From an optimization exercise on the open Yosys and OpenROAD flow, aimed at small area, a short achievable clock period and few clock cycles per item; shortcuts taken in it are not production practice.
Only simulation tests tie the RTL to the original design; equivalence was not proved.
Power and IR drop assume default switching activity.

`design.v`:
```
module elc_recon (
    input  wire        clk,
    input  wire        rst,
    input  wire        in_valid,
    output reg         in_ready,
    input  wire [17:0] in_data,
    output wire        out_valid,
    input  wire        out_ready,
    output wire [15:0] out_data,
    output wire        out_last
);
    integer k;
    function [3:0] m9inc;            
        input [3:0] a;
        m9inc = (a == 4'd8) ? 4'd0 : a + 4'd1;
    endfunction
    function [3:0] m9dec;            
        input [3:0] a;
        m9dec = (a == 4'd0) ? 4'd8 : a - 4'd1;
    endfunction
    reg [3:0] ph;
    localparam [1:0] I_HDR = 2'd0, I_LVL = 2'd1, I_PRED = 2'd2;
    reg [1:0] ist;
    reg [5:0] icnt;
    reg       icbf;       
    reg [3:0] lag;        
    wire fire = in_valid & in_ready;
    reg        iv;
    reg [1:0]  ik;
    reg [5:0]  iidx;
    reg [17:0] idat;
    reg       cbf, split;
    reg [3:0] cbf4;
    reg [1:0] dcode;
    reg [6:0] ls;
    reg [4:0] qn;
    reg [7:0] rnd;        
    wire [6:0] h_qe = {1'b0, idat[5:0]} + (idat[7:6] == 2'd0 ? 7'd0 :
                                           idat[7:6] == 2'd1 ? 7'd12 : 7'd36);
    reg [4:0] h_n;
    reg [6:0] h_ls;
    always @(*) begin
        h_n = h_qe / 7'd6;
        case (h_qe % 7'd6)
            7'd0:    h_ls = 7'd64;
            7'd1:    h_ls = 7'd72;
            7'd2:    h_ls = 7'd81;
            7'd3:    h_ls = 7'd91;
            7'd4:    h_ls = 7'd102;
            default: h_ls = 7'd114;
        endcase
    end
    wire [7:0] h_rnd = (h_n < 5'd8) ? (8'd1 << (3'd7 - h_n[2:0])) : 8'd0;
    function [51:0] csa;             
        input [25:0] a, b, c;
        reg   [25:0] cy;
        begin
            cy  = (a & b) | (a & c) | (b & c);
            csa = {cy[24:0], 1'b0, a ^ b ^ c};
        end
    endfunction
    wire [25:0] lx = {{8{idat[17]}}, idat};
    wire [25:0] pp0 = ls[0] ? lx        : 26'd0;
    wire [25:0] pp1 = ls[1] ? lx << 1   : 26'd0;
    wire [25:0] pp2 = ls[2] ? lx << 2   : 26'd0;
    wire [25:0] pp3 = ls[3] ? lx << 3   : 26'd0;
    wire [25:0] pp4 = ls[4] ? lx << 4   : 26'd0;
    wire [25:0] pp5 = ls[5] ? lx << 5   : 26'd0;
    wire [25:0] pp6 = ls[6] ? lx << 6   : 26'd0;
    wire [25:0] pp7 = {18'd0, rnd};
    wire [51:0] k1 = csa(pp0, pp1, pp2);
    wire [51:0] c2 = csa(pp3, pp4, pp5);
    wire [51:0] c3 = csa(k1[25:0], k1[51:26], c2[25:0]);
    wire [51:0] c4 = csa(c2[51:26], pp6, pp7);
    wire [51:0] c5 = csa(c3[25:0], c3[51:26], c4[25:0]);
    wire [51:0] c6 = csa(c5[25:0], c5[51:26], c4[51:26]);
    reg               pv;
    reg        [5:0]  pidx;
    reg        [25:0] ps, pc;
    wire [25:0]        d_p   = ps + pc;
    wire signed [40:0] d_shl = {{15{d_p[25]}}, d_p} <<< qn;
    wire        [32:0] d_sh  = d_shl[40:8];
    wire        [23:0] d_val = (d_sh[32:23] == 10'h000 || d_sh[32:23] == 10'h3ff)
                               ? d_sh[23:0]
                               : (d_sh[32] ? 24'h800000 : 24'h7fffff);
    reg        [23:0] z;
    reg               zv, zh, zrst, zlast, zu7;
    reg        [2:0]  zr;
    reg signed [33:0] acc [0:7];
    wire [23:0] ring_tap [0:7];
    wire [23:0] e_val [0:7];
    wire [16:0] r_val [0:7];
    genvar gi;
    generate
        for (gi = 0; gi < 8; gi = gi + 1) begin : g_lane
            wire [33:0] a = acc[gi];
            assign e_val[gi] = (a[33:30] == 4'h0 || a[33:30] == 4'hf) ? a[30:7]
                               : (a[33] ? 24'h800000 : 24'h7fffff);
            assign r_val[gi] = (a[33:23] == 11'h000 || a[33:23] == 11'h7ff) ? a[23:7]
                               : (a[33] ? 17'h10000 : 17'h0ffff);
        end
    endgenerate
    reg wr;       
    reg wr7;      
    generate
        for (gi = 0; gi < 8; gi = gi + 1) begin : g_ring
            reg [215:0] r;
            always @(posedge clk)
                r <= {wr ? e_val[gi] : r[23:0], r[215:24]};
            assign ring_tap[gi] = r[24*((gi + 8) % 9) +: 24];
        end
    endgenerate
    reg       vdone;      
    reg [3:0] rt;         
    reg [2:0] hrow;       
    reg       hrun;
    reg [2:0] hj;
    reg       hdone;      
    reg [2:0] arow;       
    reg [152:0] rr;
    reg         rvalid;
    reg [2:0]   rrow;
    reg [3:0]   hi;       
    reg [3:0]   rused;    
    reg [31:0] g0, g1, g2, g3;
    reg [1:0]  lsel [0:7];
    reg [7:0]  lact, lneg;
    reg        sv, sh, srst, slast, su7;
    reg        q0v, q1v, q2v;
    reg [16:0] q0, q1, q2;       
    assign out_valid = q0v;
    assign out_data  = q0[15:0];
    assign out_last  = q0[16];
    wire inr_pred = iv && (ik == I_PRED);
    wire s_lastent = sv && sh && slast;      
    wire free_end = !rvalid || (rused + {3'd0, inr_pred} == 4'd8);
    wire load     = hdone && free_end;
    wire       hdone_n  = (hdone && !load) || s_lastent;
    wire       rvalid_n = rvalid || load;
    wire [3:0] rused_n  = load ? 4'd0 : rused + {3'd0, inr_pred};
    wire [3:0] hi_n     = load ? 4'd0 : m9inc(hi);
    wire [2:0] rrow_n   = load ? arow : rrow;
    wire [2:0] arow_n   = s_lastent ? (hrow - 3'd1) : arow;
    function load_next;
        input fp;
        load_next = hdone_n && (!rvalid_n || (rused_n + {3'd0, fp} == 4'd8));
    endfunction
    wire zfirst  = zv && zh && zrst;
    wire pfire_ok = (ist == I_PRED);
    wire commit1 = !hdone_n || load_next(pfire_ok);
    wire commit0 = !hdone_n || load_next(1'b0);
    wire commit  = fire ? commit1 : commit0;
    wire abort   = zfirst && !commit;
    wire zok     = zv && !abort;
    wire hstart  = vdone && !hrun && (ph == rt);
    wire hread   = hstart || hrun;
    reg [1:0] ist_n;
    reg [5:0] icnt_n;
    reg       icbf_n;
    always @(*) begin
        ist_n  = ist;
        icnt_n = icnt;
        icbf_n = icbf;
        if (fire) begin
            case (ist)
                I_HDR: begin
                    ist_n  = in_data[8] ? I_LVL : I_PRED;
                    icbf_n = in_data[8];
                    icnt_n = 6'd0;
                end
                I_LVL: begin
                    icnt_n = icnt + 6'd1;
                    if (icnt == 6'd63) ist_n = I_PRED;
                end
                default: begin
                    icnt_n = icnt + 6'd1;
                    if (icnt == 6'd63) ist_n = I_HDR;
                end
            endcase
        end
    end
    wire [3:0] lag_n = (fire && ist == I_LVL) ? 4'd0 : m9inc(lag);
    wire       pop = q0v && out_ready;
    wire       take  = !q0v || out_ready;           
    wire       popq  = take && q1v;                 
    wire       pushq = inr_pred && !(take && !q1v);   
    wire [1:0] occ = {1'b0, q0v} + {1'b0, q1v} + {1'b0, q2v};
    function ready_fn;
        input f, p;
        reg [1:0] st;
        reg [5:0] cn;
        reg       cb, fp, ld;
        reg [3:0] lg, hn;
        reg [2:0] rw, on;
        begin
            fp = f && (ist == I_PRED);
            st = ist;
            cn = icnt;
            cb = icbf;
            if (f) begin
                case (ist)
                    I_HDR: begin
                        st = in_data[8] ? I_LVL : I_PRED;
                        cb = in_data[8];
                        cn = 6'd0;
                    end
                    I_LVL: begin
                        cn = icnt + 6'd1;
                        if (icnt == 6'd63) st = I_PRED;
                    end
                    default: begin
                        cn = icnt + 6'd1;
                        if (icnt == 6'd63) st = I_HDR;
                    end
                endcase
            end
            lg = (f && ist == I_LVL) ? 4'd0 : m9inc(lag);
            ld = load_next(fp);
            hn = ld ? 4'd0 : m9inc(hi_n);
            rw = ld ? arow_n : rrow_n;
            on = {1'b0, occ} - {2'b0, p} + {2'b0, inr_pred} + {2'b0, fp};
            case (st)
                I_HDR:   ready_fn = 1'b1;
                I_LVL:   ready_fn = (cn == 6'd0) || (lg == 4'd0);
                default: ready_fn = (on <= 3'd2) && (!cb ||
                                    ((rvalid_n || ld) && hn == {1'b0, cn[2:0]} &&
                                     rw == cn[5:3]));
            endcase
        end
    endfunction
    wire ready_n = fire ? (pop ? ready_fn(1'b1, 1'b1) : ready_fn(1'b1, 1'b0))
                        : (pop ? ready_fn(1'b0, 1'b1) : ready_fn(1'b0, 1'b0));
    wire [31:0] zz = {{8{z[23]}}, z};
    reg  [5:0]  zc;
    wire [2:0]  zr_n = pv ? pidx[2:0] : 3'd7 - hj;
    wire [5:0]  zc_n = split ? {zr_n[0], zr_n[0], !zr_n[0], 3'b000}
                             : {zr_n[0], 2'b00, !zr_n[0] && zr_n[1], zr_n[0],
                                !zr_n[0] && !zr_n[1]};
    wire [31:0] a0 = zc[0] ? zz << 5 : zz << 6;
    wire [31:0] b0 = ({32{zc[0]}} & (zz << 3)) | ({32{zc[4]}} & (zz << 4));
    wire [31:0] c0 = {32{zc[0] | zc[2] | zc[4]}} & (zz << 2);
    wire [31:0] d0 = {32{zc[0] | zc[1] | zc[2]}} & zz;
    wire        s0 = zc[2];
    wire [31:0] a1 = zc[5] ? zz << 5 : zz << 4;
    wire [31:0] b1 = zc[5] ? zz << 4 : zz << 3;
    wire [31:0] c1 = {32{zc[5]}} & (zz << 1);
    wire [31:0] d1 = {32{zc[5]}} & zz;
    function [63:0] csa32;           
        input [31:0] a, b, c;
        reg   [31:0] cy;
        begin
            cy    = (a & b) | (a & c) | (b & c);
            csa32 = {cy[30:0], 1'b0, a ^ b ^ c};
        end
    endfunction
    wire [63:0] ga = csa32(a0, b0, c0 ^ {32{s0}});
    wire [63:0] gb = csa32(ga[31:0], {ga[63:33], s0}, d0 ^ {32{s0}});
    wire [63:0] gc = {gb[63:33], s0, gb[31:0]};
    wire [31:0] g0_n = gc[31:0] + gc[63:32];
    wire [63:0] gd = csa32(a1, b1, c1);
    wire [63:0] ge = csa32(gd[31:0], gd[63:32], d1);
    wire [31:0] g1_n = ge[31:0] + ge[63:32];
    wire [31:0] g2_n = (zz << 5) + (zz << 1);
    wire [63:0] gf = csa32(zz << 3, zz << 2, zz);
    wire [31:0] g3_n = gf[31:0] + gf[63:32];
    function [1:0] gsel;
        input       sp;
        input [2:0] r;
        input [1:0] i;
        reg   [7:0] p;
        begin
            if (sp)
                p = r[0] ? (r[1] ? 8'b10_00_00_10 : 8'b00_10_10_00) : 8'b0;
            else case (r)
                3'd1:    p = 8'b11_10_01_00;
                3'd2:    p = 8'b00_01_01_00;
                3'd3:    p = 8'b10_00_11_01;
                3'd5:    p = 8'b01_11_00_10;
                3'd6:    p = 8'b01_00_00_01;
                3'd7:    p = 8'b00_01_10_11;
                default: p = 8'b0;
            endcase
            gsel = p[2*i +: 2];
        end
    endfunction
    function negsel;
        input       sp;
        input [2:0] r;
        input [2:0] kk;
        reg [7:0] row8;
        reg [3:0] row4;
        begin
            case (r)
                3'd0: row8 = 8'b00000000;
                3'd1: row8 = 8'b11110000;
                3'd2: row8 = 8'b00111100;
                3'd3: row8 = 8'b10001110;
                3'd4: row8 = 8'b01100110;
                3'd5: row8 = 8'b10110010;
                3'd6: row8 = 8'b01011010;
                default: row8 = 8'b10101010;
            endcase
            case (r[1:0])
                2'd0: row4 = 4'b0000;
                2'd1: row4 = 4'b1100;
                2'd2: row4 = 4'b0110;
                default: row4 = 4'b1010;
            endcase
            negsel = sp ? row4[kk[1:0]] : row8[kk];
        end
    endfunction
    reg [33:0] acc_n [0:7];
    always @(*) begin
        for (k = 0; k < 8; k = k + 1) begin : lanes
            reg [31:0] g;
            reg [33:0] base, addend;
            reg [34:0] sum;
            case (lsel[k])
                2'd0:    g = g0;
                2'd1:    g = g1;
                2'd2:    g = g2;
                default: g = g3;
            endcase
            base   = srst ? 34'd64 : acc[k];
            addend = lact[k] ? {{2{g[31]}}, g} : 34'd0;
            sum    = {base, 1'b1} + {addend ^ {34{lneg[k]}}, lneg[k]};
            acc_n[k] = sum[34:1];
        end
    end
    wire [2:0]  sx = iidx[2:0];
    wire [2:0]  sy = iidx[5:3];
    wire        coded = cbf && (!split || cbf4[{sy[2], sx[2]}]);
    wire [16:0] res   = coded ? rr[16:0] : 17'd0;
    wire [17:0] recon = {2'b00, idat[15:0]} + {res[16], res};
    wire        over  = recon[16] || (dcode != 2'd2 && recon[15:12] != 4'd0) ||
                        (dcode == 2'd0 && recon[11:10] != 2'd0);
    wire [15:0] maxval = dcode == 2'd0 ? 16'h03ff : dcode == 2'd1 ? 16'h0fff : 16'hffff;
    wire [15:0] sample = recon[17] ? 16'd0 : over ? maxval : recon[15:0];
    wire [16:0] qin = {iidx == 6'd63, sample};
    always @(posedge clk) begin
        idat <= in_data;
        ps   <= c6[25:0];
        pc   <= c6[51:26];
        z    <= pv ? d_val : ring_tap[hrow];
        g0   <= g0_n;
        g1   <= g1_n;
        g2   <= g2_n;
        g3   <= g3_n;
        for (k = 0; k < 8; k = k + 1) begin
            lsel[k] <= gsel(split, zr, (k < 4) ? k[1:0] : 2'd3 - k[1:0]);
            lact[k] <= zok && (!split || (zr[2] == k[2]));
            lneg[k] <= zok && (!split || (zr[2] == k[2])) && negsel(split, zr, k[2:0]);
            acc[k]  <= acc_n[k];
        end
        rr <= load ? {r_val[0], r_val[7], r_val[6], r_val[5], r_val[4],
                      r_val[3], r_val[2], r_val[1], r_val[0]}
                   : {rr[16:0], rr[152:17]};
        if (iv && ik == I_HDR) begin
            cbf   <= idat[8];
            split <= idat[9];
            cbf4  <= idat[13:10];
            dcode <= idat[7:6];
            ls    <= h_ls;
            qn    <= h_n;
            rnd   <= h_rnd;
        end
        iidx  <= icnt;
        ik    <= ist;
        pidx  <= iidx;
        zr    <= zr_n;
        zc    <= zc_n;
        zrst  <= pv ? (pidx[2:0] == 3'd0) : (hj == 3'd0);
        zlast <= pv ? (pidx[2:0] == 3'd7) : (hj == 3'd7);
        zu7   <= pidx[5:3] == 3'd7;
        zh    <= !pv;
        sh    <= zh;
        srst  <= zok && zrst;
        slast <= zlast;
        su7   <= zu7;
        if (rst) begin
            ph       <= 4'd0;
            ist      <= I_HDR;
            icnt     <= 6'd0;
            icbf     <= 1'b0;
            lag      <= 4'd0;
            in_ready <= 1'b0;
            iv       <= 1'b0;
            pv       <= 1'b0;
            zv       <= 1'b0;
            sv       <= 1'b0;
            wr       <= 1'b0;
            wr7      <= 1'b0;
            vdone    <= 1'b0;
            rt       <= 4'd0;
            hrow     <= 3'd0;
            hrun     <= 1'b0;
            hj       <= 3'd0;
            hdone    <= 1'b0;
            arow     <= 3'd0;
            rvalid   <= 1'b0;
            rrow     <= 3'd0;
            hi       <= 4'd0;
            rused    <= 4'd0;
            q0v      <= 1'b0;
            q1v      <= 1'b0;
            q2v      <= 1'b0;
        end else begin
            ph       <= m9inc(ph);
            ist      <= ist_n;
            icnt     <= icnt_n;
            icbf     <= icbf_n;
            lag      <= lag_n;
            in_ready <= ready_n;
            iv       <= fire;
            pv       <= iv && (ik == I_LVL);
            zv       <= pv || (hread && !abort);
            sv       <= zv && !abort;
            wr       <= sv && !sh && slast;
            wr7      <= sv && !sh && slast && su7;
            if (wr7) begin
                vdone <= 1'b1;
                rt    <= m9inc(ph);
                hrow  <= 3'd0;
            end
            if (abort) begin
                hrun <= 1'b0;
                hj   <= 3'd0;
            end else begin
                if (zfirst)
                    rt <= m9dec(rt);
                if (hread) begin
                    hj   <= hj + 3'd1;
                    hrun <= (hj != 3'd7);
                    if (hj == 3'd7) begin
                        hrow <= hrow + 3'd1;
                        if (hrow == 3'd7) vdone <= 1'b0;
                    end
                end
            end
            hdone <= hdone_n;
            arow  <= arow_n;
            rvalid <= rvalid_n;
            rused  <= rused_n;
            hi     <= hi_n;
            rrow   <= rrow_n;
            if (take)
                q0v <= q1v || inr_pred;
            if (popq) begin
                q1v <= q2v || pushq;
                q2v <= q2v && pushq;
            end else if (pushq) begin
                q1v <= 1'b1;
                q2v <= q1v;
            end
        end
    end
    always @(posedge clk) begin
        if (take)
            q0 <= q1v ? q1 : qin;
        if (popq) begin
            q1 <= q2v ? q2 : qin;
            q2 <= qin;
        end else if (pushq) begin
            if (!q1v) q1 <= qin;
            q2 <= qin;
        end
    end
endmodule
```
`run.sh`:
```
#!/bin/bash
# synth_recipe.tcl (not shown) runs the flow's synth.tcl, then flattens the netlist and writes it again
# the make line also repeats each setting of config.mk as NAME=value (left out here)
make -C /OpenROAD-flow-scripts/flow DESIGN_CONFIG=/design/flow/config.mk WORK_HOME=/design/flow/orfs CLKGATE_MAP_FILE= SYNTH_SCRIPT=/design/flow/synth_recipe.tcl finish
```
`config.mk`:
```
export PLATFORM = sky130hd
export DESIGN_NAME = elc_recon
export DESIGN_NICKNAME = elc_recon
export VERILOG_FILES = /design/flow/design.v
export SDC_FILE = /design/flow/constraint.sdc
export NUM_CORES = 4
export LEC_CHECK = 0
export CAP_MARGIN = 20
export CORE_MARGIN = 2
export CORE_UTILIZATION = 40
export SLEW_MARGIN = 20
```
`constraint.sdc`:
```
create_clock -name core_clock -period 20.0 [get_ports {clk}]
set_input_delay 4.0000 -clock core_clock [delete_from_list [all_inputs] [get_ports {clk}]]
set_output_delay 4.0000 -clock core_clock [all_outputs]
set_load 0.01 [all_outputs]
```
==> summary.txt, run 1 <==
Floorplan
  – Die width: roughly 500 um
  – Starting Density: 0.4019
  – Die Ht: 503.4 um
  – Die footprint: roughly 0.25 mm2
  – Row count: roughly 180
  – Core area: ~0.25 mm2
  – I/O pin cnt: about 40

Timing
  – Max Fclk: 148.6 MHz
  – Worst setup margin: about 13000 ps
  – Fin. Hold Viols: 0
  – Slew @ Worst Pin: roughly 1100 ps
  – Fin. max-slew vios: 0
  – Worst Clk Skew: around 110 ps
  – Final setup viols: 0
  – Slew headroom: 0.2359
  – RSZ-0062 raised after global routing: no
  – Crit share post-route: 0.3365
  – Tmin final: about 6700 ps
  – Final setup TNS: 0 ps

Setup path
  – Critical path type: flop to flop
  – Worst Reg2Reg Path Length in Cells: 20
  – R2r endpoint: g1[24]$_DFF_P_
  – Reg2Reg Launch Point: zr[0]$_DFF_P_
  – Worst setup SP type: flop
  – Register-to-register setup slack: around 13000 ps
  – CP Capture Type: flop
  – Max FO, Critical Path: 31
  – Worst path required time: between 20000 and 25000 ps
  – CP Data Arrival Time: between 7000 and 8000 ps

Yosys
  – Seq/Total Area, Yosys: 0.5180
  – Top cells by area, synth: dfxtp_1, ha_1, xnor2_1, fa_1, a21oi_1
  – Post-synth EDFFs: just under 80
  – FF+latch count, synth: 2542
  – Synth top area share: 0.4945
  – Yosys cell types: 104
  – Yosys top cell by area: dfxtp_1
  – Post-Syn Instances: 9486
  – Commonest cells post-synth: dfxtp_1, nor2_1, a21oi_1
  – Syn avg cell area: about 11 um2
  – Synth Flop Type: dfxtp_1
  – Ys async rst share: 0
  – Count leader, synth: dfxtp_1
  – Area of the mapped netlist: 0.09975 mm2
  – Post-synth net total: roughly 10000
  – Yosys warnings: 4

Clock tree
  – Clock latency on the worst-skew pair: 990 ps
  – Number of clock sinks: around 2500
  – CTS tree: yes
  – Register clock-pin slew on the reported worst setup and hold paths: around 60 ps
  – Max Root-Sink Buffers: 4
  – TritonCTS Buffers: 275
  – Root Driver: clkbuf_16
  – Post-CTS Setup Inserts: 0
  – Cells resized by post-CTS repair: 0
  – Hold_buf cts: 0
  – H-tree levels: 5

Worst hold path
  – Hold EP: g_ring[1].r[20]$_DFF_P_
  – WHS Path Cells: 0
  – Worst min-delay path class: flop to flop
  – Hold Startpoint: g_ring[1].r[44]$_DFF_P_

Outcome
  – Status: no timing/DRC/antenna violations

Place
  – DP Wirelength: 213900 um
  – PortBufs: 40
  – Routability Congestion: around 1
  – DP Worst Slack: between 10000 and 15000 ps

Route
  – Drt pass-1 iters: 6
  – # DRC: 0
  – Routed vias/inst: between 5 and 6
  – WL/cell: ~22 um
  – Routed wire length: 285300 um
  – Via count: 69600
  – First DRT Iteration DRCs: 6030
  – Post-route ant nets: 0

Power
  – Worst VDD drop: ~90 uV
  – Pwr Density: 113.6 mW/mm2
  – Total power: around 13000 uW
  – Static leakage: ~0.047 uW

Flow run
  – Max Cap Viol: 0

Layout
  – Multi-input logic area: between 0.04 and 0.05 mm2
  – Fin nets: just over 10000
  – Area Growth Syn to Fin: 13.12%
  – Layout cell share with drive strength beyond 1: 0.08349
  – Fill cells: 23120
  – Reg area: ~0.052 mm2

Global route
  – Total GRT Usage: 0.2219
  – First-pass GRT wire length: ~420000 um
  – Initial antenna violation count: 22
  – Number of global-route vias before repair: between 60000 and 70000
  – Pin count of the biggest net entering global routing: 132
  – GRT overflow: 0
## through the flow
| stage | instance area [um2] | util | hold slack [ps] | std cells |
|---|---|---|---|---|
| 2_1_floorplan | 99750 | - | 309.6 | 9486 |
| 3_3_place_gp | 103600 | 0.4175 | 309.5 | 12550 |
| 3_5_place_dp | 103600 | 0.4176 | 312.1 | 12560 |
| 4_1_cts | 112800 | 0.4545 | 245.2 | 13020 |
| 5_1_grt | 112800 | 0.4546 | 250.7 | 13020 |
| 6_report | 112800 | 0.4546 | 250.7 | 13030 |
## metal layers
layer	global-route usage	share of wire	vias to the layer above
met2	0.3346	0.43	2212
met4	0.09288	0.044	20
met1	0.3085	0.45	34040
li1	-	-	32820
met3	0.04560	0.072	508
met5	0	0.00053	-
## worst max-delay path: stages, from the launching register on
cell and delay (ps):
dfxtp_1 1010, clkinv_1 1090, nor2_1 640, fa_1 480, inv_1 90, fa_1 420
inv_1 70, ha_1 260, a21o_1 190, a21oi_1 240, o21bai_1 110, a21oi_1 240
o21bai_1 100, a21oi_1 240, o21bai_1 160, a211oi_1 340, o21ai_0 240, a31oi_1 330
o21bai_1 110, a21oi_1 180, xnor2_1 140
## power breakdown
part           total, uW  switching (uW)  internal (uW)
Combinational       2170            1380            786
Sequential          5520             202           5320
Clock               5140            2040           3100
Total              12800            3620           9200
## worst max path at each step
| stage | cells after the start | to | start |
|---|---|---|---|
| 2_1_floorplan | 3 | q1[0]$_DFFE_PP_ | out_ready |
| 3_3_place_gp | 6 | q1[3]$_DFFE_PP_ | out_ready |
| 3_5_place_dp | 6 | q1[5]$_DFFE_PP_ | out_ready |
| 4_1_cts | 21 | g1[24]$_DFF_P_ | zr[0]$_DFF_P_ |
| 5_1_grt | 21 | g1[24]$_DFF_P_ | zr[0]$_DFF_P_ |
| 6_report | 20 | g1[24]$_DFF_P_ | zr[0]$_DFF_P_ |
## registers in the layout, summed over array words and instances (netlist names), 7 cells and up
name,count
q2,17
z,24
lneg,7
rnd,8
q1,17
ps,25
g0,32
rr,153
idat,18
acc,272
g3,29
g2,26
q0,17
pc,24
lsel,8
g_ring.r,1728
g1,32
## final cells by class
| type | instances | area share |
|---|---|---|
| inverter | 317 | 0.01054 |
| timing repair buffer | 143 | 0.01048 |
| clock buffer | 370 | 0.06973 |
| clock inverter | 94 | 0.01144 |
| antenna | 9 | 0.0001996 |
| sequential | 2542 | 0.4582 |
| multi-input combinational | 6224 | 0.4024 |
| tap | 3330 | 0.03692 |
## layout by cell type (no fill, tap or decap), types with 26 or more instances in the layout
master,n
a21oi_1,724
mux4_2,120
nor2_1,793
nand2_1,647
bufinv_16,26
fa_1,224
nand4_1,40
nand2b_1,93
o211ai_1,31
and2_1,199
a21o_1,127
ha_1,482
o21bai_1,39
a221oi_1,48
clkbuf_8,46
a211oi_1,70
a31oi_1,161
clkbuf_16,283
nor3_1,145
or3_1,65
dfxtp_1,2446
inv_1,313
mux2i_1,42
clkdlybuf4s50_1,39
xnor2_1,527
o21ai_0,381
edfxtp_1,78
clkbuf_1,41
and3_1,56
nand3_1,122
buf_4,99
mux2_2,43
o21a_1,91
or2_2,34
xor2_1,102
nor2b_1,327
clkinv_2,32
## cells by family after synthesis
kind of cell               synth area share
and+or+nand+nor                      0.1252
adders and majority gates            0.1057
muxes                               0.03654
DFF                                  0.5180
other                            0.00003759
buffers and inverters               0.02746
AOI/OAI and AO/OA                    0.1316
xor gates and xnor gates            0.05545
Testbench counts, summed over its fixed seeds: cycles 42,075, blocks 320.
==> run 2, diff against run 1 <==
--- a/design.v
+++ b/design.v
@@ -120,12 +120,12 @@
     reg [152:0] rr;
     reg         rvalid;
     reg [2:0]   rrow;
-    reg [3:0]   hi;       
-    reg [3:0]   rused;    
+    reg         rdone;    
+    reg [3:0]   pd;       
     reg [31:0] g0, g1, g2, g3;
     reg [1:0]  lsel [0:7];
     reg [7:0]  lact, lneg;
-    reg        sv, sh, srst, slast, su7;
+    reg        sv, sh, srst, slast, su7, sfirst;
     reg        q0v, q1v, q2v;
     reg [16:0] q0, q1, q2;       
     assign out_valid = q0v;
@@ -133,25 +133,23 @@
     assign out_last  = q0[16];
     wire inr_pred = iv && (ik == I_PRED);
     wire s_lastent = sv && sh && slast;      
-    wire free_end = !rvalid || (rused + {3'd0, inr_pred} == 4'd8);
-    wire load     = hdone && free_end;
+    wire last_use = inr_pred && (iidx[2:0] == 3'd7);
+    wire rfree    = !rvalid || rdone || last_use;
+    wire load     = hdone && rfree;
     wire       hdone_n  = (hdone && !load) || s_lastent;
     wire       rvalid_n = rvalid || load;
-    wire [3:0] rused_n  = load ? 4'd0 : rused + {3'd0, inr_pred};
-    wire [3:0] hi_n     = load ? 4'd0 : m9inc(hi);
+    wire       rdone_n  = !load && (rdone || last_use);
     wire [2:0] rrow_n   = load ? arow : rrow;
     wire [2:0] arow_n   = s_lastent ? (hrow - 3'd1) : arow;
     function load_next;
         input fp;
-        load_next = hdone_n && (!rvalid_n || (rused_n + {3'd0, fp} == 4'd8));
+        load_next = hdone_n && (!rvalid_n || rdone_n || (fp && icnt[2:0] == 3'd7));
     endfunction
-    wire zfirst  = zv && zh && zrst;
-    wire pfire_ok = (ist == I_PRED);
-    wire commit1 = !hdone_n || load_next(pfire_ok);
-    wire commit0 = !hdone_n || load_next(1'b0);
-    wire commit  = fire ? commit1 : commit0;
-    wire abort   = zfirst && !commit;
+    reg  abort;
     wire zok     = zv && !abort;
+    wire sfirst_n = zok && zh && zrst;
+    wire abort_n = sfirst_n && hdone_n && rvalid_n && !rdone_n &&
+                   !(fire && ist == I_PRED && icnt[2:0] == 3'd7);
     wire hstart  = vdone && !hrun && (ph == rt);
     wire hread   = hstart || hrun;
     reg [1:0] ist_n;
@@ -190,7 +188,8 @@
         reg [1:0] st;
         reg [5:0] cn;
         reg       cb, fp, ld;
-        reg [3:0] lg, hn;
+        reg [3:0] lg;
+        reg       dz;
         reg [2:0] rw, on;
         begin
             fp = f && (ist == I_PRED);
@@ -216,15 +215,14 @@
             end
             lg = (f && ist == I_LVL) ? 4'd0 : m9inc(lag);
             ld = load_next(fp);
-            hn = ld ? 4'd0 : m9inc(hi_n);
+            dz = ld || (fp ? (pd == 4'd0) : (pd == 4'd8));
             rw = ld ? arow_n : rrow_n;
             on = {1'b0, occ} - {2'b0, p} + {2'b0, inr_pred} + {2'b0, fp};
             case (st)
                 I_HDR:   ready_fn = 1'b1;
                 I_LVL:   ready_fn = (cn == 6'd0) || (lg == 4'd0);
                 default: ready_fn = (on <= 3'd2) && (!cb ||
-                                    ((rvalid_n || ld) && hn == {1'b0, cn[2:0]} &&
-                                     rw == cn[5:3]));
+                                    ((rvalid_n || ld) && dz && rw == cn[5:3]));
             endcase
         end
     endfunction
@@ -348,8 +346,8 @@
         g3   <= g3_n;
         for (k = 0; k < 8; k = k + 1) begin
             lsel[k] <= gsel(split, zr, (k < 4) ? k[1:0] : 2'd3 - k[1:0]);
-            lact[k] <= zok && (!split || (zr[2] == k[2]));
-            lneg[k] <= zok && (!split || (zr[2] == k[2])) && negsel(split, zr, k[2:0]);
+            lact[k] <= zok && !abort_n && (!split || (zr[2] == k[2]));
+            lneg[k] <= zok && !abort_n && (!split || (zr[2] == k[2])) && negsel(split, zr, k[2:0]);
             acc[k]  <= acc_n[k];
         end
         rr <= load ? {r_val[0], r_val[7], r_val[6], r_val[5], r_val[4],
@@ -374,7 +372,8 @@
         zu7   <= pidx[5:3] == 3'd7;
         zh    <= !pv;
         sh    <= zh;
-        srst  <= zok && zrst;
+        srst  <= zok && zrst && !abort_n;
+        sfirst <= sfirst_n;
         slast <= zlast;
         su7   <= zu7;
         if (rst) begin
@@ -390,6 +389,7 @@
             sv       <= 1'b0;
             wr       <= 1'b0;
             wr7      <= 1'b0;
+            abort    <= 1'b0;
             vdone    <= 1'b0;
             rt       <= 4'd0;
             hrow     <= 3'd0;
@@ -399,8 +399,8 @@
             arow     <= 3'd0;
             rvalid   <= 1'b0;
             rrow     <= 3'd0;
-            hi       <= 4'd0;
-            rused    <= 4'd0;
+            rdone    <= 1'b0;
+            pd       <= 4'd0;
             q0v      <= 1'b0;
             q1v      <= 1'b0;
             q2v      <= 1'b0;
@@ -417,6 +417,7 @@
             sv       <= zv && !abort;
             wr       <= sv && !sh && slast;
             wr7      <= sv && !sh && slast && su7;
+            abort    <= abort_n;
             if (wr7) begin
                 vdone <= 1'b1;
                 rt    <= m9inc(ph);
@@ -426,7 +427,7 @@
                 hrun <= 1'b0;
                 hj   <= 3'd0;
             end else begin
-                if (zfirst)
+                if (sfirst)
                     rt <= m9dec(rt);
                 if (hread) begin
                     hj   <= hj + 3'd1;
@@ -440,8 +441,9 @@
             hdone <= hdone_n;
             arow  <= arow_n;
             rvalid <= rvalid_n;
-            rused  <= rused_n;
-            hi     <= hi_n;
+            rdone  <= rdone_n;
+            pd     <= (load_next(fire && ist == I_PRED)) ? 4'd0 :
+                      (fire && ist == I_PRED) ? pd : m9inc(pd);
             rrow   <= rrow_n;
             if (take)
                 q0v <= q1v || inr_pred;
==> summary.txt, run 2 <==
Clock tree
  – CTS tree: yes
  – Clock latency on the worst-skew pair: between 900 and 1000 ps
  – Max Root-Sink Buffers: 4
  – Number of clock sinks: approximately 2500
  – Register clock-pin slew on the reported worst setup and hold paths: roughly 60 ps
  – TritonCTS Buffers: 280
  – Hold_buf cts: 0
  – Root Driver: clkbuf_16
  – Post-CTS Setup Inserts: 0
  – H-tree levels: 5
  – Cells resized by post-CTS repair: 0

Power
  – Pwr Density: between 100 and 150 mW/mm2
  – Worst VDD drop: between 90 and 100 uV
  – Static leakage: roughly 0.047 uW

Floorplan
  – Starting Density: 0.4032
  – Row count: ~180
  – Die Ht: between 500 and 600 um
  – Die footprint: 0.2524 mm2
  – I/O pin cnt: a little over 40
  – Core area: around 0.25 mm2
  – Die width: approximately 500 um

Setup path
  – CP Data Arrival Time: around 7600 ps
  – CP dominant cell by count: a21o_1
  – Worst setup SP type: flop
  – CP top delay family: compound AO/OA/AOI/OAI gates
  – Slowest-stage cell, CP: dfxtp_1
  – CP cell instances: clkinv_1 > nor2_1 > a21o_1 > fa_1 > inv_1 > fa_1 > inv_1 > ha_1 > a21o_1 > a21oi_1 > o21bai_1 > a21o_1 > a31oi_1 > o21ai_0 > o41a_1 > a211o_1 > nand3_1 > nand2_1 > a41o_1 > o41ai_1 > xnor2_1
  – Max FO, Critical Path: 33
  – Worst path bufs/invs: 3
  – CP peak stage delay: approximately 1000 ps
  – Worst path required time: a little over 20000 ps
  – CP Capture Type: flop
  – Critical path type: flop to flop

Timing
  – Crit share post-route: 0.3429
  – Fin. max-slew vios: 0
  – Slew @ Worst Pin: between 1000 and 1500 ps
  – Worst Clk Skew: around 110 ps
  – Final setup viols: 0
  – Final setup TNS: 0 ps
  – Fin. Hold Viols: 0
  – RSZ-0062 raised after global routing: no
  – Tmin final: about 6900 ps
  – Slew headroom: 0.1622
  – Max Fclk: 145.8 MHz
  – Hold slack: 251.5 ps

Route
  – Via count: roughly 69000
  – First DRT Iteration DRCs: ~6000
  – WL/cell: 22.21 um
  – Drt pass-1 iters: 7
  – Routed vias/inst: between 5 and 6
  – # DRC: 0
  – Post-route ant nets: 0
  – Routed wire length: 288400 um

Yosys
  – Area of the mapped netlist: around 0.099 mm2
  – Top cells by area, synth: dfxtp_1, ha_1, xnor2_1, fa_1, a21oi_1
  – Synth Flop Type: dfxtp_1
  – Post-synth net total: between 10000 and 15000
  – Seq/Total Area, Yosys: 0.5199
  – Count leader, synth: dfxtp_1
  – Yosys cell types: slightly above 100
  – Syn avg cell area: between 10 and 15 um2
  – Post-Syn Instances: 9452
  – Synth top area share: 0.4963
  – Post-synth EDFFs: 78
  – Commonest cells post-synth: dfxtp_1, nor2_1, a21oi_1
  – Yosys warnings: 4
  – Ys async rst share: 0
  – FF+latch count, synth: ~2500
  – Yosys top cell by area: dfxtp_1

Global route
  – Pin count of the biggest net entering global routing: between 200 and 250
  – Total GRT Usage: 0.2256
  – First-pass GRT wire length: ~430000 um
  – Number of global-route vias before repair: about 67000
  – GRT overflow: 0
  – Initial antenna violation count: 18

Place
  – Routability Congestion: 0.9848
  – DP Wirelength: 216500 um
  – PortBufs: 40

Layout
  – Most flop-heavy register: g_ring.r
  – Most frequent cells in the layout: dfxtp_1, nor2_1, a21oi_1, nand2_1, xnor2_1
  – Reg area: 0.05168 mm2
  – Multi-input logic area: between 0.04 and 0.05 mm2
  – Number of flip-flops under the largest register name: 1728
  – Most common cell after layout, fill and taps aside: dfxtp_1
  – Fin nets: 10210
  – Area Growth Syn to Fin: 13.16%
  – Top Registers: g_ring.r: 1728 flops, acc: 272 flops, rr: 153 flops
  – Fill cells: around 23000
  – Layout cell share with drive strength beyond 1: 0.08523

Outcome
  – Status: no timing/DRC/antenna violations

Flow run
  – Max Cap Viol: 0

Worst hold path
  – Worst min-delay path class: flop to flop
==> run 2: cell types whose count changed in the layout (fill, tap and decap cells not counted), moves of 19 or more <==
cell	change
nand2_1	+53
a221oi_1	-24
a21oi_1	-23
mux2_2	+20
o22ai_2	-20
o21ai_1	-19
==> run 2: layout make-up <==
class                   instances  area share
flip-flops and latches       2541      0.4597
multi-input cells            6205      0.4013
clock buffers                 380     0.07055
well taps                    3312     0.03686
repair buffers                147     0.01090
inverters                     307     0.01025
clock inverters                88     0.01023
diodes                          9   0.0002003
==> run 2: per-layer routing <==
metal	wire length, um	global-route usage
met3	18280	0.03885
met1	132300	0.3131
met4	14110	0.1041
met2	123800	0.3423
met5	23	0
==> run 2: through the flow <==
step / setup WS, ps / cells / total power (uW) / util / area, um2
floorplan: 12400 / 9452 / 7467 / - / 99350
CTS: 13190 / 12980 / 13390 / 0.4561 / 112400
global placement: 13130 / 12510 / 8231 / 0.4192 / 103300
global route: 12550 / 12980 / 13900 / 0.4562 / 112400
finish: 13140 / 12990 / 13310 / 0.4563 / 112400
detailed placement: 13220 / 12510 / 8278 / 0.4193 / 103300
==> run 2: worst paths after layout <==
kind	from	end	slack, ps	cells after the start
min	g_ring[2].r[212]$_DFF_P_	g_ring[2].r[188]$_DFF_P_	250	0
max reg2reg	zr[0]$_DFF_P_	g1[28]$_DFF_P_	13140	21
min reg2reg	g_ring[2].r[212]$_DFF_P_	g_ring[2].r[188]$_DFF_P_	250	0
max	zr[0]$_DFF_P_	g1[28]$_DFF_P_	13140	21
==> run 2: cells by family (layout without fill, tap and decap cells) <==
family / Yosys count / in the layout / synth area share
XOR/XNOR: 637 / 637 / 0.05616
flip-flops: 2541 / 2541 / 0.5199
AND/OR/NAND/NOR: 2682 / 2682 / 0.1287
buffers and inverters: 706 / 922 / 0.02699
other: 1 / 10 / 0.00003774
adder cells (fa/ha/maj): 704 / 704 / 0.1056
AO/OA/AOI/OAI: 1960 / 1960 / 0.1249
multiplexers: 221 / 221 / 0.03779
==> run 2: where the power goes <==
| group | switching, uW | internal, uW | leakage (uW) | total [uW] |
|---|---|---|---|---|
| registers | 329 | 5410 | 0.0208 | 5740 |
| clock network | 2030 | 3060 | 0.00443 | 5100 |
| logic | 1520 | 956 | 0.0218 | 2470 |
| total | 3880 | 9420 | 0.0471 | 13300 |
Testbench counts of run 2, summed over its fixed seeds: cycles 42,075, blocks 320.
==> run 3, diff against run 2 <==
--- a/design.v
+++ b/design.v
@@ -87,19 +87,27 @@
     reg               zv, zh, zrst, zlast, zu7;
     reg        [2:0]  zr;
     reg signed [33:0] acc [0:7];
+    reg        [7:0]  accc;
     wire [23:0] ring_tap [0:7];
     wire [23:0] e_val [0:7];
     wire [16:0] r_val [0:7];
     genvar gi;
     generate
         for (gi = 0; gi < 8; gi = gi + 1) begin : g_lane
-            wire [33:0] a = acc[gi];
+            wire [33:0] a = {acc[gi][33:17] + {16'd0, accc[gi]}, acc[gi][16:0]};
             assign e_val[gi] = (a[33:30] == 4'h0 || a[33:30] == 4'hf) ? a[30:7]
                                : (a[33] ? 24'h800000 : 24'h7fffff);
             assign r_val[gi] = (a[33:23] == 11'h000 || a[33:23] == 11'h7ff) ? a[23:7]
                                : (a[33] ? 17'h10000 : 17'h0ffff);
         end
     endgenerate
+    reg       vdone;      
+    reg [3:0] rt;         
+    reg [2:0] hrow;       
+    reg       hrun;
+    reg [2:0] hj;
+    reg       hdone;      
+    reg [2:0] arow;       
     reg wr;       
     reg wr7;      
     generate
@@ -107,23 +115,23 @@
             reg [215:0] r;
             always @(posedge clk)
                 r <= {wr ? e_val[gi] : r[23:0], r[215:24]};
-            assign ring_tap[gi] = r[24*((gi + 8) % 9) +: 24];
+            if (gi == 0) begin : g_t0
+                assign ring_tap[gi] = (hj == 3'd7) ? r[24*5 +: 24] : r[24*4 +: 24];
+            end else begin : g_t
+                assign ring_tap[gi] = r[24*((gi + 3) % 9) +: 24];
+            end
         end
     endgenerate
-    reg       vdone;      
-    reg [3:0] rt;         
-    reg [2:0] hrow;       
-    reg       hrun;
-    reg [2:0] hj;
-    reg       hdone;      
-    reg [2:0] arow;       
     reg [152:0] rr;
     reg         rvalid;
     reg [2:0]   rrow;
     reg         rdone;    
     reg [3:0]   pd;       
-    reg [31:0] g0, g1, g2, g3;
-    reg [1:0]  lsel [0:7];
+    reg [31:0] g0s, g0c, g1s, g1c;
+    reg [23:0] zd;
+    reg [2:0]  ar;
+    reg        av, ah, arst, alast, au7;
+    reg [31:0] qs [0:3];
     reg [7:0]  lact, lneg;
     reg        sv, sh, srst, slast, su7, sfirst;
     reg        q0v, q1v, q2v;
@@ -147,10 +155,12 @@
     endfunction
     reg  abort;
     wire zok     = zv && !abort;
-    wire sfirst_n = zok && zh && zrst;
+    wire aok     = av && !abort;
+    wire sfirst_n = aok && ah && arst;
     wire abort_n = sfirst_n && hdone_n && rvalid_n && !rdone_n &&
                    !(fire && ist == I_PRED && icnt[2:0] == 3'd7);
-    wire hstart  = vdone && !hrun && (ph == rt);
+    wire z7      = zv && !zh && zlast && zu7;
+    wire hstart  = z7 || (vdone && !hrun && (ph == rt));
     wire hread   = hstart || hrun;
     reg [1:0] ist_n;
     reg [5:0] icnt_n;
@@ -230,7 +240,8 @@
                         : (pop ? ready_fn(1'b0, 1'b1) : ready_fn(1'b0, 1'b0));
     wire [31:0] zz = {{8{z[23]}}, z};
     reg  [5:0]  zc;
-    wire [2:0]  zr_n = pv ? pidx[2:0] : 3'd7 - hj;
+    wire [2:0]  zr_n = pv ? pidx[2:0] :
+                       (hrow == 3'd0) ? ((hj == 3'd7) ? 3'd7 : 3'd6 - hj) : 3'd7 - hj;
     wire [5:0]  zc_n = split ? {zr_n[0], zr_n[0], !zr_n[0], 3'b000}
                              : {zr_n[0], 2'b00, !zr_n[0] && zr_n[1], zr_n[0],
                                 !zr_n[0] && !zr_n[1]};
@@ -254,13 +265,25 @@
     wire [63:0] ga = csa32(a0, b0, c0 ^ {32{s0}});
     wire [63:0] gb = csa32(ga[31:0], {ga[63:33], s0}, d0 ^ {32{s0}});
     wire [63:0] gc = {gb[63:33], s0, gb[31:0]};
-    wire [31:0] g0_n = gc[31:0] + gc[63:32];
+    wire [31:0] zdd  = {{8{zd[23]}}, zd};
+    wire [31:0] g0   = g0s + g0c;
     wire [63:0] gd = csa32(a1, b1, c1);
     wire [63:0] ge = csa32(gd[31:0], gd[63:32], d1);
-    wire [31:0] g1_n = ge[31:0] + ge[63:32];
-    wire [31:0] g2_n = (zz << 5) + (zz << 1);
-    wire [63:0] gf = csa32(zz << 3, zz << 2, zz);
-    wire [31:0] g3_n = gf[31:0] + gf[63:32];
+    wire [31:0] g1   = g1s + g1c;
+    wire [31:0] g2   = (zdd << 5) + (zdd << 1);
+    wire [63:0] gf = csa32(zdd << 3, zdd << 2, zdd);
+    wire [31:0] g3   = gf[31:0] + gf[63:32];
+    reg  [31:0] qs_n [0:3];
+    always @(*) begin
+        for (k = 0; k < 4; k = k + 1) begin
+            case (gsel(split, ar, k[1:0]))
+                2'd0:    qs_n[k] = g0;
+                2'd1:    qs_n[k] = g1;
+                2'd2:    qs_n[k] = g2;
+                default: qs_n[k] = g3;
+            endcase
+        end
+    end
     function [1:0] gsel;
         input       sp;
         input [2:0] r;
@@ -308,21 +331,21 @@
         end
     endfunction
     reg [33:0] acc_n [0:7];
+    reg [7:0]  accc_n;
     always @(*) begin
         for (k = 0; k < 8; k = k + 1) begin : lanes
             reg [31:0] g;
-            reg [33:0] base, addend;
-            reg [34:0] sum;
-            case (lsel[k])
-                2'd0:    g = g0;
-                2'd1:    g = g1;
-                2'd2:    g = g2;
-                default: g = g3;
-            endcase
+            reg [33:0] base, addend, ax;
+            reg [18:0] slo;
+            reg [17:0] shi;
+            g = qs[(k < 4) ? k : 7 - k];
             base   = srst ? 34'd64 : acc[k];
             addend = lact[k] ? {{2{g[31]}}, g} : 34'd0;
-            sum    = {base, 1'b1} + {addend ^ {34{lneg[k]}}, lneg[k]};
-            acc_n[k] = sum[34:1];
+            ax     = addend ^ {34{lneg[k]}};
+            slo    = {1'b0, base[16:0], 1'b1} + {1'b0, ax[16:0], lneg[k]};
+            shi    = {base[33:17], 1'b1} + {ax[33:17], accc[k] && !srst};
+            acc_n[k] = {shi[17:1], slo[17:1]};
+            accc_n[k] = slo[18];
         end
     end
     wire [2:0]  sx = iidx[2:0];
@@ -340,16 +363,24 @@
         ps   <= c6[25:0];
         pc   <= c6[51:26];
         z    <= pv ? d_val : ring_tap[hrow];
-        g0   <= g0_n;
-        g1   <= g1_n;
-        g2   <= g2_n;
-        g3   <= g3_n;
+        g0s  <= gc[31:0];
+        g0c  <= gc[63:32];
+        g1s  <= ge[31:0];
+        g1c  <= ge[63:32];
+        zd   <= z;
+        ar   <= zr;
+        ah   <= zh;
+        arst <= zrst;
+        alast <= zlast;
+        au7  <= zu7;
+        for (k = 0; k < 4; k = k + 1)
+            qs[k] <= qs_n[k];
         for (k = 0; k < 8; k = k + 1) begin
-            lsel[k] <= gsel(split, zr, (k < 4) ? k[1:0] : 2'd3 - k[1:0]);
-            lact[k] <= zok && !abort_n && (!split || (zr[2] == k[2]));
-            lneg[k] <= zok && !abort_n && (!split || (zr[2] == k[2])) && negsel(split, zr, k[2:0]);
+            lact[k] <= aok && !abort_n && (!split || (ar[2] == k[2]));
+            lneg[k] <= aok && !abort_n && (!split || (ar[2] == k[2])) && negsel(split, ar, k[2:0]);
             acc[k]  <= acc_n[k];
         end
+        accc <= accc_n;
         rr <= load ? {r_val[0], r_val[7], r_val[6], r_val[5], r_val[4],
                       r_val[3], r_val[2], r_val[1], r_val[0]}
                    : {rr[16:0], rr[152:17]};
@@ -371,11 +402,11 @@
         zlast <= pv ? (pidx[2:0] == 3'd7) : (hj == 3'd7);
         zu7   <= pidx[5:3] == 3'd7;
         zh    <= !pv;
-        sh    <= zh;
-        srst  <= zok && zrst && !abort_n;
-        sfirst <= sfirst_n;
-        slast <= zlast;
-        su7   <= zu7;
+        sh    <= ah;
+        srst  <= aok && arst && !abort_n;
+        sfirst <= sfirst_n && !abort_n;
+        slast <= alast;
+        su7   <= au7;
         if (rst) begin
             ph       <= 4'd0;
             ist      <= I_HDR;
@@ -387,6 +418,7 @@
             pv       <= 1'b0;
             zv       <= 1'b0;
             sv       <= 1'b0;
+            av       <= 1'b0;
             wr       <= 1'b0;
             wr7      <= 1'b0;
             abort    <= 1'b0;
@@ -414,14 +446,14 @@
             iv       <= fire;
             pv       <= iv && (ik == I_LVL);
             zv       <= pv || (hread && !abort);
-            sv       <= zv && !abort;
+            av       <= zok;
+            sv       <= aok;
             wr       <= sv && !sh && slast;
             wr7      <= sv && !sh && slast && su7;
             abort    <= abort_n;
-            if (wr7) begin
+            if (z7) begin
                 vdone <= 1'b1;
-                rt    <= m9inc(ph);
-                hrow  <= 3'd0;
+                rt    <= ph;
             end
             if (abort) begin
                 hrun <= 1'b0;
--- a/config.mk
+++ b/config.mk
@@ -5,7 +5,9 @@
 export SDC_FILE = /design/flow/constraint.sdc
 export NUM_CORES = 4
 export LEC_CHECK = 0
-export CAP_MARGIN = 20
+export CAP_MARGIN = 60
 export CORE_MARGIN = 2
 export CORE_UTILIZATION = 40
-export SLEW_MARGIN = 20
+export CTS_CLUSTER_DIAMETER = 70
+export CTS_CLUSTER_SIZE = 24
+export SLEW_MARGIN = 60
==> summary.txt, run 3 <==
Clock tree
  – Post-CTS Setup Inserts: 0
  – Number of clock sinks: 2699
  – Hold_buf cts: 0
  – Root Driver: clkbuf_16
  – Max Root-Sink Buffers: 4
  – TritonCTS Buffers: between 150 and 200
  – Register clock-pin slew on the reported worst setup and hold paths: roughly 90 ps
  – Cells resized by post-CTS repair: 0
  – Clock latency on the worst-skew pair: ~900 ps
  – H-tree levels: 4
  – CTS tree: yes

Yosys
  – Ys async rst share: 0
  – Yosys warnings: 5
  – Top cells by area, synth: dfxtp_1, ha_1, fa_1, xnor2_1, nand2_1
  – Yosys top cell by area: dfxtp_1
  – Post-synth EDFFs: 78
  – Synth top area share: 0.5012
  – Seq/Total Area, Yosys: 0.5236
  – Yosys cell types: around 100
  – Commonest cells post-synth: dfxtp_1, nand2_1, nor2_1
  – Syn avg cell area: between 10 and 15 um2
  – Area of the mapped netlist: around 0.10 mm2
  – Count leader, synth: dfxtp_1
  – Synth Flop Type: dfxtp_1
  – Adder-Cell Fraction of Synth Area: 0.1043
  – Post-synthesis compound-gate area fraction: 0.1278
  – FF+latch count, synth: roughly 2700
  – Post-synth net total: ~11000
  – Post-Syn Instances: 10220
  – Largest family of logic cells by synthesized area: compound AO/OA/AOI/OAI gates
  – Simple-gate share of the synthesized area: 0.1277
  – Multiplexer area fraction after synthesis: 0.02537
  – Synth Area in XOR/XNOR: 0.05862

Flow run
  – Max Cap Viol: 0

Place
  – PortBufs: 40
  – Routability Congestion: 0.9235
  – DP Wirelength: between 200000 and 250000 um

Route
  – Via count: 71800
  – Drt pass-1 iters: 8
  – Routed vias/inst: around 5.2
  – Post-route ant nets: 0
  – Routed wire length: 296400 um
  – First DRT Iteration DRCs: just under 6000
  – WL/cell: about 22 um
  – # DRC: 0

Timing
  – Max Fclk: roughly 170 MHz
  – Final setup TNS: 0 ps
  – Worst Clk Skew: 94.64 ps
  – Tmin final: ~5800 ps
  – Slew @ Worst Pin: roughly 660 ps
  – Fin. max-slew vios: 0
  – Slew headroom: 0.5574
  – RSZ-0062 raised after global routing: no
  – Hold slack: around 270 ps
  – Fin. Hold Viols: 0
  – Final setup viols: 0
  – Crit share post-route: 0.2909

Floorplan
  – Core area: approximately 0.26 mm2
  – Starting Density: 0.4027
  – Die Ht: between 500 and 600 um
  – Die footprint: 0.2658 mm2
  – Die width: 515.6 um
  – Row count: roughly 190
  – I/O pin cnt: just over 40

Power
  – Internal: 8192 uW
  – Combinational group share of total power: 0.191
  – Sequential Power Share: 0.500
  – Static leakage: slightly below 0.05 uW
  – Sw frac: 0.3034
  – Worst VDD drop: about 90 uV
  – Clock power frac: 0.310
  – Pwr Density: 101.8 mW/mm2
  – Psw: roughly 3600 uW

Setup path
  – CP Data Arrival Time: 1820 ps
  – Worst path bufs/invs: 1
  – CP peak stage delay: between 500 and 600 ps
  – Slowest-stage cell, CP: clkdlybuf4s50_1
  – CP top delay family: buffers and inverters
  – Max FO, Critical Path: 4
  – Worst path required time: ~16000 ps
  – CP Capture Type: output pin
  – CP cell instances: clkdlybuf4s50_1
  – Worst setup SP type: flop
  – Critical path type: flop to output pin

Global route
  – Initial antenna violation count: 37
  – Total GRT Usage: 0.2181
  – GRT overflow: 0
  – Number of global-route vias before repair: 69470
  – First-pass GRT wire length: between 400000 and 500000 um
  – Pin count of the biggest net entering global routing: just over 100

Outcome
  – Status: no timing/DRC/antenna violations

Worst hold path
  – Worst min-delay path class: flop to flop

Layout
  – Fin nets: around 11000
  – Area Growth Syn to Fin: 10.31%
  – Most common cell after layout, fill and taps aside: dfxtp_1
  – Layout cell share with drive strength beyond 1: 0.07646
  – Top Registers: g_ring.r: 1728 flops, acc: 272 flops, rr: 153 flops
  – Number of flip-flops under the largest register name: ~1700
  – Most frequent cells in the layout: dfxtp_1, nand2_1, nor2_1, a21oi_1, xnor2_1
  – Most flop-heavy register: g_ring.r
[run 3: kinds of logic (layout without fill, tap and decap cells)]
family                   after synthesis  after routing
flip-flops                          2699           2699
multiplexers                         225            225
AND/OR/NAND/NOR                     2843           2843
adder cells (fa/ha/maj)              733            733
other                                  1             13
buffers and inverters                898            894
AO/OA/AOI/OAI                       2121           2121
XOR/XNOR                             699            699
[run 3: worst paths after layout]
path | startpoint | endpoint | slack, ps | cells after the start
setup / recovery | q0v$_SDFFE_PP0N_ | out_valid | 14180 | 1
hold / removal | g_ring[7].r[82]$_DFF_P_ | g_ring[7].r[58]$_DFF_P_ | 270 | 0
setup reg to reg | split$_DFFE_PP_ | q1[6]$_DFFE_PP_ | 14320 | 21
hold reg to reg | g_ring[7].r[82]$_DFF_P_ | g_ring[7].r[58]$_DFF_P_ | 270 | 0
[run 3: layout make-up]
class,count,area [um2]
multi-input combinational,6622,47350
antenna,12,30.03
inverter,448,1684
fill,24290,144500
timing repair buffer,194,1794
clock inverter,70,949.7
sequential,2699,54880
clock buffer,182,4415
tap,3496,4374
[run 3: routing by layer]
metal  track usage  wire length, um
met1        0.2926           131600
met5             0               23
met3       0.03093            17560
met4       0.08793            13210
met2        0.3522           134000
[run 3: power groups by stage]
stage	clock network (uW)	logic, uW	registers (uW)
finish	3640	2240	5880
global placement	0	2140	6000
detailed placement	0	2210	6000
floorplan	0	1560	5890
CTS	3720	2230	5880
global route	3920	2470	5900
[run 3: stage by stage]
stage	cells	power, uW	setup slack (ps)	area [um2]	util
3_3_place_gp	13410	8139	13260	108700	0.4183
4_1_cts	13710	11830	14110	115200	0.4433
3_5_place_dp	13460	8214	13600	109900	0.4226
6_report	13720	11760	14180	115500	0.4442
2_1_floorplan	10220	7445	12380	104700	-
5_1_grt	13710	12290	13790	115500	0.4441
Testbench counts of run 3, summed over its fixed seeds: cycles 41,537, blocks 320.
==> run 4, diff against run 3 <==
--- a/design.v
+++ b/design.v
@@ -23,6 +23,9 @@
     reg [1:0] ist;
     reg [5:0] icnt;
     reg       icbf;       
+    reg       isplit;     
+    reg [3:0] icbf4;
+    reg       icod;       
     reg [3:0] lag;        
     wire fire = in_valid & in_ready;
     reg        iv;
@@ -76,13 +79,20 @@
     wire [51:0] c6 = csa(c5[25:0], c5[51:26], c4[51:26]);
     reg               pv;
     reg        [5:0]  pidx;
-    reg        [25:0] ps, pc;
-    wire [25:0]        d_p   = ps + pc;
+    reg        [12:0] ps, pc, plo;
+    reg               pcy;
+    wire       [13:0] p_lo  = c6[12:0] + c6[38:26];
+    wire [25:0]        d_p   = {ps + pc + {12'd0, pcy}, plo};
     wire signed [40:0] d_shl = {{15{d_p[25]}}, d_p} <<< qn;
     wire        [32:0] d_sh  = d_shl[40:8];
-    wire        [23:0] d_val = (d_sh[32:23] == 10'h000 || d_sh[32:23] == 10'h3ff)
-                               ? d_sh[23:0]
-                               : (d_sh[32] ? 24'h800000 : 24'h7fffff);
+    wire        [4:0]  d_m   = qn - 5'd8;
+    reg         [9:0]  d_msk;
+    always @(*) begin
+        for (k = 0; k < 10; k = k + 1)
+            d_msk[k] = (qn >= 5'd8) && (k + 15 + d_m >= 23);
+    end
+    wire               d_ovf = |((d_p[24:15] ^ {10{d_p[25]}}) & d_msk);
+    wire        [23:0] d_val = d_ovf ? (d_p[25] ? 24'h800000 : 24'h7fffff) : d_sh[23:0];
     reg        [23:0] z;
     reg               zv, zh, zrst, zlast, zu7;
     reg        [2:0]  zr;
@@ -350,7 +360,7 @@
     end
     wire [2:0]  sx = iidx[2:0];
     wire [2:0]  sy = iidx[5:3];
-    wire        coded = cbf && (!split || cbf4[{sy[2], sx[2]}]);
+    wire        coded = icod;
     wire [16:0] res   = coded ? rr[16:0] : 17'd0;
     wire [17:0] recon = {2'b00, idat[15:0]} + {res[16], res};
     wire        over  = recon[16] || (dcode != 2'd2 && recon[15:12] != 4'd0) ||
@@ -360,8 +370,10 @@
     wire [16:0] qin = {iidx == 6'd63, sample};
     always @(posedge clk) begin
         idat <= in_data;
-        ps   <= c6[25:0];
-        pc   <= c6[51:26];
+        plo  <= p_lo[12:0];
+        pcy  <= p_lo[13];
+        ps   <= c6[25:13];
+        pc   <= c6[51:39];
         z    <= pv ? d_val : ring_tap[hrow];
         g0s  <= gc[31:0];
         g0c  <= gc[63:32];
@@ -394,6 +406,11 @@
             rnd   <= h_rnd;
         end
         iidx  <= icnt;
+        icod  <= icbf && (!isplit || icbf4[{icnt[5], icnt[2]}]);
+        if (fire && ist == I_HDR) begin
+            isplit <= in_data[9];
+            icbf4  <= in_data[13:10];
+        end
         ik    <= ist;
         pidx  <= iidx;
         zr    <= zr_n;
==> flow/run.sh (new file) <==
#!/bin/bash
# Layout: the standard flow, with the input and output port buffers made
# of sky130_fd_sc_hd__buf_4 cells instead of the cell buffer_ports picks by
# default (a delay buffer). Every port still gets its own buffer.
set -euo pipefail
export BUFFER_PORTS_ARGS="-buffer_cell sky130_fd_sc_hd__buf_4"
bash standard.sh > standard.log 2>&1
==> standard.sh (new file) <==
#!/bin/bash
# synth_recipe.tcl (not shown) runs the flow's synth.tcl, then flattens the netlist and writes it again
# the make line also repeats each setting of config.mk as NAME=value (left out here)
make -C /OpenROAD-flow-scripts/flow DESIGN_CONFIG=/design/flow/config.mk WORK_HOME=/design/flow/orfs CLKGATE_MAP_FILE= SYNTH_SCRIPT=/design/flow/synth_recipe.tcl "${@:-finish}"
removed: run.sh
==> summary.txt, run 4 <==
Floorplan
  – Die width: between 500 and 600 um
  – I/O pin cnt: 41
  – Row count: approximately 190
  – Core area: 0.2625 mm2
  – Die footprint: 0.2680 mm2
  – Die Ht: ~520 um
  – Starting Density: 0.4020

Route
  – WL/cell: between 20 and 25 um
  – Via count: slightly above 70000
  – # DRC: 0
  – Routed vias/inst: around 5.2
  – Routed wire length: between 200000 and 300000 um
  – Drt pass-1 iters: 6
  – Post-route ant nets: 0
  – First DRT Iteration DRCs: 5499

Global route
  – Number of global-route vias before repair: between 60000 and 70000
  – GRT overflow: 0
  – Pin count of the biggest net entering global routing: 88
  – Total GRT Usage: 0.2113
  – First-pass GRT wire length: roughly 430000 um
  – Initial antenna violation count: 32

Layout
  – Area Growth Syn to Fin: 10.13%
  – Cell Count, Final, Fillers Out: roughly 14000
  – Most frequent cells in the layout: dfxtp_1, nand2_1, xnor2_1, nor2_1, a21oi_1
  – Multi-input logic area: 0.04876 mm2
  – Most common cell after layout, fill and taps aside: dfxtp_1
  – Fin nets: about 11000
  – Most flop-heavy register: g_ring.r
  – Fill cells: approximately 24000
  – Top Registers: g_ring.r: 1728 flops, acc: 272 flops, rr: 153 flops
  – Layout cell share with drive strength beyond 1: 0.08363
  – Reg area: 0.05471 mm2
  – Final instance area: ~0.12 mm2
  – Layout Utilization: 0.4428
  – Number of flip-flops under the largest register name: around 1700

Power
  – Sw frac: 0.3023
  – Internal: 8181 uW
  – Combinational group share of total power: 0.191
  – Pwr Density: around 100 mW/mm2
  – Static leakage: 0.04877 uW
  – Sequential Power Share: 0.502
  – Worst VDD drop: ~95 uV
  – Psw: ~3500 uW
  – Clock power frac: 0.307

Timing
  – Tmin final: about 5500 ps
  – Slew headroom: 0.5665
  – Max Fclk: around 180 MHz
  – Crit share post-route: 0.2750
  – RSZ-0062 raised after global routing: no
  – Worst Clk Skew: 97.33 ps
  – Slew @ Worst Pin: 637.6 ps
  – Final setup viols: 0
  – Final setup TNS: 0 ps
  – Fin. max-slew vios: 0
  – Fin. Hold Viols: 0

Yosys
  – Commonest cells post-synth: dfxtp_1, nand2_1, xnor2_1
  – Yosys top cell by area: dfxtp_1
  – Area of the mapped netlist: approximately 0.11 mm2
  – Ys async rst share: 0
  – Yosys warnings: 5
  – Post-synth EDFFs: between 70 and 80
  – FF+latch count, synth: 2690
  – Count leader, synth: dfxtp_1
  – Syn avg cell area: about 11 um2
  – Synth top area share: 0.4954
  – Post-Syn Instances: 9963
  – Seq/Total Area, Yosys: 0.5176
  – Post-synth net total: about 11000
  – Synth Flop Type: dfxtp_1
  – Yosys cell types: slightly above 100
  – Top cells by area, synth: dfxtp_1, ha_1, xnor2_1, fa_1, a21oi_1

Worst hold path
  – Hold Startpoint: g_ring[6].r[201]$_DFF_P_
  – Worst min-delay path class: flop to flop
  – Hold EP: g_ring[6].r[177]$_DFF_P_
  – WHS Path Cells: 0

Clock tree
  – Max Root-Sink Buffers: 4
  – H-tree levels: 4
  – Root Driver: clkbuf_16
  – Register clock-pin slew on the reported worst setup and hold paths: about 90 ps
  – Number of clock sinks: approximately 2700
  – Clock latency on the worst-skew pair: 910 ps
  – TritonCTS Buffers: between 150 and 200
  – Post-CTS Setup Inserts: 0
  – CTS tree: yes
  – Hold_buf cts: 0
  – Cells resized by post-CTS repair: 0

Setup path
  – Max FO, Critical Path: 5
  – Worst setup SP type: flop
  – R2r endpoint: plo[12]$_DFF_P_
  – Reg2Reg Launch Point: ls[0]$_SDFFCE_PN0P_
  – Register-to-register setup slack: between 15000 and 20000 ps
  – CP Capture Type: output pin
  – Worst Reg2Reg Path Length in Cells: 18
  – Worst path required time: 16000 ps
  – CP Data Arrival Time: ~1500 ps
  – Critical path type: flop to output pin

Place
  – PortBufs: 40
  – Post-Place Cell Area: 0.1107 mm2
  – Routability Congestion: 0.9338
  – DP Wirelength: between 200000 and 250000 um
  – Dpl cells: around 13000

Outcome
  – Status: no timing/DRC/antenna violations

Flow run
  – Max Cap Viol: 0
==> run 4: power groups by stage <==
stage	Clock, uW	Sequential (uW)	Combinational (uW)
3_5_place_dp	0	6010	2210
6_report	3590	5890	2240
2_1_floorplan	0	5860	1580
4_1_cts	3680	5890	2220
3_3_place_gp	0	6000	2130
5_1_grt	3870	5910	2460
==> run 4: kinds of logic after synthesis <==
family          Yosys count  synth area share
compound gates         1951            0.1184
xor+xnor                765           0.06363
fa+ha+maj               750            0.1056
buf+inv                 814           0.02940
flops                  2690            0.5176
mux                     350           0.04276
other cells               1        0.00003553
simple gates           2642            0.1225
==> run 4: metal layers <==
metal	wire length, um	track usage
met5	30	0
met4	13620	0.08802
met3	14860	0.02627
met2	130600	0.3357
met1	132100	0.2902
==> run 4: per-stage QoR <==
stage / setup WS [ps] / power [uW] / hold WS (ps)
3_3_place_gp: 14090 / 8130 / 309.8
2_1_floorplan: 13840 / 7437 / 309.6
3_5_place_dp: 14080 / 8221 / 312.1
4_1_cts: 14430 / 11790 / 266.8
6_report: 14500 / 11720 / 268.4
5_1_grt: 14430 / 12240 / 275.9
==> run 4: worst max-delay path by stage <==
stage | startpoint | to | cells after the start
after detailed placement | in_valid | lneg[5]$_DFF_P_ | 8
after global routing | q0v$_SDFFE_PP0N_ | out_valid | 2
final | q0v$_SDFFE_PP0N_ | out_valid | 2
after global placement | out_ready | q1[13]$_DFFE_PP_ | 7
after CTS | q0v$_SDFFE_PP0N_ | out_valid | 2
after floorplan | out_ready | q1[0]$_DFFE_PP_ | 5
==> run 4: worst max-delay path, stage by stage, from the launching register on <==
cell,delay (ps)
dfxtp_1,320
buf_4,180
buf_4,140
==> run 4: cell type report <==
class	instances	area share
clock buffers	180	0.03727
diodes	7	0.0001507
clock inverters	65	0.007449
multi-input cells	6459	0.4195
well taps	3515	0.03784
repair buffers	193	0.01426
flip-flops and latches	2690	0.4707
inverters	398	0.01285
Testbench counts of run 4, summed over its fixed seeds: cycles 41,537, blocks 320.

[port drivers added, routing unchanged]
The results above use ideal ports. As a check the final layouts listed here were re-extracted and re-timed, cells and wires unchanged. Step 1, drivers: a clkbuf_16 drives clk and a buf_2 each remaining input, both assumed. Step 2 also shifts input and output timing later by t, the mid clock arrival at the registers, as if the neighbouring blocks saw the same clock. a / b / c = ideal ports / drivers / drivers and shift; a / b = the first two.
run | shift t [ns] | slack for setup (ns) | worst setup path after step 2 | worst data-port slew with drivers (ns) | pins driven straight from the clock port
run 1 | 1.019 | 13.270 / 13.270 / 13.270 | register to register | 0.04 | 1
run 2 | 1.015 | 13.142 / 13.142 / 13.142 | register to register | 0.04 | 1
run 3 | 0.932 | 14.181 / 14.093 / 13.787 | input to register | 0.04 | 1
run 4 | 0.945 | 14.501 / 14.417 / 14.086 | input to register | 0.04 | 1
After both steps setup and hold are still met in every run listed. For run 4, which loses most, drivers alone change the setup slack by -0.084 ns; drivers and shift together by -0.415 ns.
